Context: an optimization exercise on an open-source flow, tuned for small area, a short achievable clock period and few clock cycles. The choices shown serve that exercise and are no tape-out recipe. Where RTL was checked, it was by simulation tests only, not by an equivalence proof against the original.

== main ==
==> module dsl_cmac, before the edit <==
module dsl_cmac (
    input  wire         clk,
    input  wire         rst_n,         
    input  wire         key_load,
    input  wire [127:0] key,
    input  wire         in_valid,
    output wire         in_ready,
    input  wire [31:0]  in_data,
    input  wire         in_last,
    input  wire [1:0]   in_nbytes,     
    output reg          tag_valid,
    output wire [127:0] tag
);
    reg  [127:0] key_r;         
    reg          kz;            
    reg  [127:0] k1;            
    reg  [127:0] aes_st;        
    reg  [127:0] rk;            
    reg  [3:0]   rnd;           
    reg          kmode;         
    reg          waitx;         
    reg          cur_last;      
    reg  [127:0] buf_w;
    reg  [1:0]   bcnt;          
    reg          bfull;         
    reg          bpad;          
    reg          bpad80;        
    reg          blast;         
    reg          bwhole;        
    reg          bkey;          
    reg          c_mix;         
    reg          c_shift;       
    reg          c_hold;        
    reg          c_rk;          
    reg          c_buf;         
    reg          c_ks_key;      
    reg          c_ks_rk;       
    reg          c_kfin;        
    reg          c_kl;          
    reg  [7:0]   rcon;          
    assign in_ready = !bfull && !bpad;
    assign tag      = aes_st;
    wire take = in_valid && in_ready;
    wire [127:0] shifted, mixed_n;
    aes_round u_rd (.state_in(aes_st), .round_key(rk), .shifted(shifted), .mixed_n(mixed_n));
    wire [127:0] k2 = {k1[126:0], 1'b0} ^ (k1[127] ? 128'h87 : 128'h0);
    wire [127:0] bufop = buf_w ^ (blast ? (bwhole ? k1 : k2) : 128'h0);
    wire [127:0] opb = (c_rk ? rk : 128'h0) ^ (c_buf ? bufop : 128'h0);
    wire [127:0] oth = (c_shift ? shifted : 128'h0) | (c_hold ? aes_st : 128'h0);
    wire [127:0] oth_n, st_next;
    genvar gi;
    generate
        for (gi = 0; gi < 128; gi = gi + 1) begin : g_st
            cm_xnor2 u_x (.a(oth[gi]), .b(opb[gi]), .y(oth_n[gi]));
            cm_mux2i u_a (.a(oth_n[gi]), .b(mixed_n[gi]), .s(c_mix), .y(st_next[gi]));
        end
    endgenerate
    wire [127:0] rk_next;
    wire [127:0] ks_in = (c_ks_key ? key_r : 128'h0) | (c_ks_rk ? rk : 128'h0);
    aes_key_step u_ks (.key_in(ks_in), .rcon(rcon), .key_out(rk_next));
    wire [127:0] l_dbl = {aes_st[126:0], 1'b0} ^ (aes_st[127] ? 128'h87 : 128'h0);
    wire fin     = c_shift;     
    wire running = c_rk;        
    wire load    = c_buf;       
    wire restart = key_load || !rst_n;    
    reg  [3:0] n_rnd;
    reg        n_kz, n_kmode, n_waitx, n_cur_last;
    reg  [1:0] n_bcnt;
    reg        n_bfull, n_bpad, n_bpad80, n_blast, n_bwhole, n_bkey;
    always @* begin
        n_kz    = key_load ? 1'b0 : kz;
        n_kmode = load ? bkey : (fin ? 1'b0 : kmode);
        n_rnd   = load ? 4'd1 : ((fin || !running) ? 4'd0 : rnd + 4'd1);
        n_cur_last = load ? blast : cur_last;
        n_waitx = (fin && !cur_last && !kmode && !bfull) ? 1'b1 : (load ? 1'b0 : waitx);
        n_bcnt   = bcnt;
        n_bfull  = bfull;
        n_bpad   = bpad;
        n_bpad80 = bpad80;
        n_blast  = blast;
        n_bwhole = bwhole;
        n_bkey   = bkey;
        if (load) begin
            n_bfull = 1'b0;
            n_blast = 1'b0;
            n_bkey  = 1'b0;
        end else if (take || bpad) begin
            n_bcnt = bcnt + 2'd1;
            if (bcnt == 2'd3) begin
                n_bfull = 1'b1;
                n_bpad  = 1'b0;
            end else if (take && in_last) begin
                n_bpad = 1'b1;
            end
            n_bpad80 = take && in_last && (in_nbytes == 2'd3);
            if (take && in_last) begin
                n_blast  = 1'b1;
                n_bwhole = (bcnt == 2'd3) && (in_nbytes == 2'd3);
            end
        end
        if (restart) begin
            n_rnd = 4'd0;  n_kmode = 1'b0;  n_waitx = 1'b0;  n_cur_last = 1'b0;
            n_bcnt = 2'd0; n_bfull = 1'b0;  n_bpad = 1'b1;   n_bpad80 = 1'b0;
            n_blast = 1'b0; n_bkey = 1'b1;
        end
        if (!rst_n)
            n_kz = 1'b1;
    end
    wire n_fin     = (n_rnd == 4'd10);
    wire n_running = (n_rnd != 4'd0);
    wire n_ld_idle = !n_running && n_bfull && !c_kfin;
    wire n_ld_fin  = n_fin && !n_cur_last && !n_kmode && n_bfull;
    wire n_load    = n_ld_idle || n_ld_fin;
    reg  [7:0] n_rcon;
    always @* begin
        case (n_load ? 4'd1 : n_rnd + 4'd1)
            4'd1:  n_rcon = 8'h01;
            4'd2:  n_rcon = 8'h02;
            4'd3:  n_rcon = 8'h04;
            4'd4:  n_rcon = 8'h08;
            4'd5:  n_rcon = 8'h10;
            4'd6:  n_rcon = 8'h20;
            4'd7:  n_rcon = 8'h40;
            4'd8:  n_rcon = 8'h80;
            4'd9:  n_rcon = 8'h1b;
            4'd10: n_rcon = 8'h36;
            default: n_rcon = 8'h00;
        endcase
    end
    reg [31:0] wpad;            
    always @* begin
        wpad = in_data;
        if (bpad)
            wpad = {bpad80, 31'd0};
        else if (in_last) begin
            case (in_nbytes)
                2'd0: wpad = {in_data[31:24], 8'h80, 16'h0};
                2'd1: wpad = {in_data[31:16], 8'h80, 8'h0};
                2'd2: wpad = {in_data[31:8],  8'h80};
                default: wpad = in_data;
            endcase
        end
    end
    reg [31:0] kword;
    always @* begin
        case (bcnt)
            2'd0: kword = key_r[127:96];
            2'd1: kword = key_r[95:64];
            2'd2: kword = key_r[63:32];
            default: kword = key_r[31:0];
        endcase
        if (kz)
            kword = 32'd0;
    end
    always @(posedge clk) begin
        if (take || bpad)
            buf_w <= {buf_w[95:0], wpad ^ kword};
        aes_st <= st_next;
        rk     <= rk_next;
        if (c_kl)
            k1 <= l_dbl;
    end
    always @(posedge clk) begin
        rnd      <= n_rnd;
        kz       <= n_kz;
        kmode    <= n_kmode;
        waitx    <= n_waitx;
        cur_last <= n_cur_last;
        bcnt     <= n_bcnt;
        bfull    <= n_bfull;
        bpad     <= n_bpad;
        bpad80   <= n_bpad80;
        blast    <= n_blast;
        bwhole   <= n_bwhole;
        bkey     <= n_bkey;
        c_mix    <= n_running && !n_fin;
        c_shift  <= n_fin;
        c_hold   <= n_waitx && !n_running;
        c_rk     <= n_running;
        c_buf    <= n_load;
        c_ks_key <= n_load && !n_kz;
        c_ks_rk  <= !n_load;
        c_kfin   <= n_fin && n_kmode;
        c_kl     <= c_kfin && !restart;
        rcon     <= n_rcon;
        if (key_load)
            key_r <= key;
        if (!rst_n)
            tag_valid <= 1'b0;
        else
            tag_valid <= fin && cur_last && !kmode;
    end
endmodule
Settings: LEC_CHECK=0, CAP_MARGIN=20, CORE_MARGIN=2, CORE_UTILIZATION=40, CTS_BUF_LIST=sky130_fd_sc_hd__clkbuf_8 sky130_fd_sc_hd__clkbuf_16, CTS_CLUSTER_DIAMETER=100, CTS_CLUSTER_SIZE=20, PLACE_DENSITY=0.6, SETUP_SLACK_MARGIN=5.0, SLEW_MARGIN=20, SYNTH_HIERARCHICAL=1, SYNTH_MINIMUM_KEEP_SIZE=0, TNS_END_PERCENT=50; clock period 10.0 ns.
standard.sh (not shown) runs the stock make flow with config.mk's settings and CLKGATE_MAP_FILE= SYNTH_SCRIPT=/design/flow/synth_recipe.tcl, a recipe that flattens the netlist after the stock synthesis.
==> flow/flow/run.sh <==
#!/bin/bash
set -eu -o pipefail
SETUP_MARGIN=${SETUP_MARGIN:-5.6}
bash standard.sh synth > synth.log 2>&1
bash standard.sh "BUFFER_PORTS_ARGS=-buffer_cell sky130_fd_sc_hd__buf_1" \
  "SETUP_SLACK_MARGIN=$SETUP_MARGIN" finish > layout.log 2>&1
Testbench counts of main, summed over its fixed seeds: cycles 77,502.
--- input diff main..the feature branch ---
-- flow/design.v --
<<< main, line 380
    wire n_ld_fin  = n_fin && !n_cur_last && !n_kmode && n_bfull;
    wire n_load    = n_ld_idle || n_ld_fin;
    reg  [7:0] n_rcon;
    always @* begin
        case (n_load ? 4'd1 : n_rnd + 4'd1)
            4'd1:  n_rcon = 8'h01;
            4'd2:  n_rcon = 8'h02;
            4'd3:  n_rcon = 8'h04;
            4'd4:  n_rcon = 8'h08;
            4'd5:  n_rcon = 8'h10;
            4'd6:  n_rcon = 8'h20;
            4'd7:  n_rcon = 8'h40;
            4'd8:  n_rcon = 8'h80;
            4'd9:  n_rcon = 8'h1b;
            4'd10: n_rcon = 8'h36;
            default: n_rcon = 8'h00;
        endcase
    end
>>> the feature branch, line 380
    wire n_ld_fin  = n_fin && !n_cur_last && !n_kmode && n_bfull;
    wire n_load    = n_ld_idle || n_ld_fin;
    always @* begin
        case (c_ks_rk ? rnd + 4'd1 : 4'd1)
            4'd1:  rcon = 8'h01;
            4'd2:  rcon = 8'h02;
            4'd3:  rcon = 8'h04;
            4'd4:  rcon = 8'h08;
            4'd5:  rcon = 8'h10;
            4'd6:  rcon = 8'h20;
            4'd7:  rcon = 8'h40;
            4'd8:  rcon = 8'h80;
            4'd9:  rcon = 8'h1b;
            4'd10: rcon = 8'h36;
            default: rcon = 8'h00;
        endcase
    end
<<< main, line 451
        c_kfin   <= n_fin && n_kmode;
        c_kl     <= c_kfin && !restart;
        rcon     <= n_rcon;
        if (key_load)
            key_r <= key;
>>> the feature branch, line 450
        c_kfin   <= n_fin && n_kmode;
        c_kl     <= c_kfin && !restart;
        if (key_load)
            key_r <= key;
Results
The feature branch -> main: count of buffers from port buffering delta 0, exact match
Run comparison: the feature branch end point of the critical path aes_st[122]; main end point of the critical path rk[71]
[the feature branch] horizontal extent of the die rose 0.62% relative to main
Relative to main, the feature branch degrades wire length of the first global-routing pass.
Diff main -> the feature branch | share of the synthesized area in compound gates (AO/OA/AOI/OAI) | increase of 2.6 points
When the feature branch is set beside main, its setup slack at placement turns out to be 0.065 ns larger.
The RTL of the feature branch was laid out without a check of its function.

## afterwards: timing with drivers on the ports
No port has a modelled driver above. Below, the same layouts with a new extraction and two added sets of constraints. Step 1, drivers: a clkbuf_16 drives clk and a buf_2 each remaining input, both assumed. Step 2 moves the port delays by t, midway between the first and last clock arrival at a register: inputs arrive t later, outputs are due t later. That takes back most of the time a late clock gives input paths. Slacks: ideal / step 1 / step 2; pairs: ideal / step 1.
run | t, ns | setup WS [ns] | worst setup path at the end
main | 0.747 | 5.676 / 5.676 / 5.072 | input to register
the feature branch | 0.715 | 5.709 / 5.709 / 5.678 | input to register
After both steps setup and hold are still met in every run listed. The setup slack of main, which loses most, moves by 0.000 ns with the drivers and by -0.604 ns with both steps.
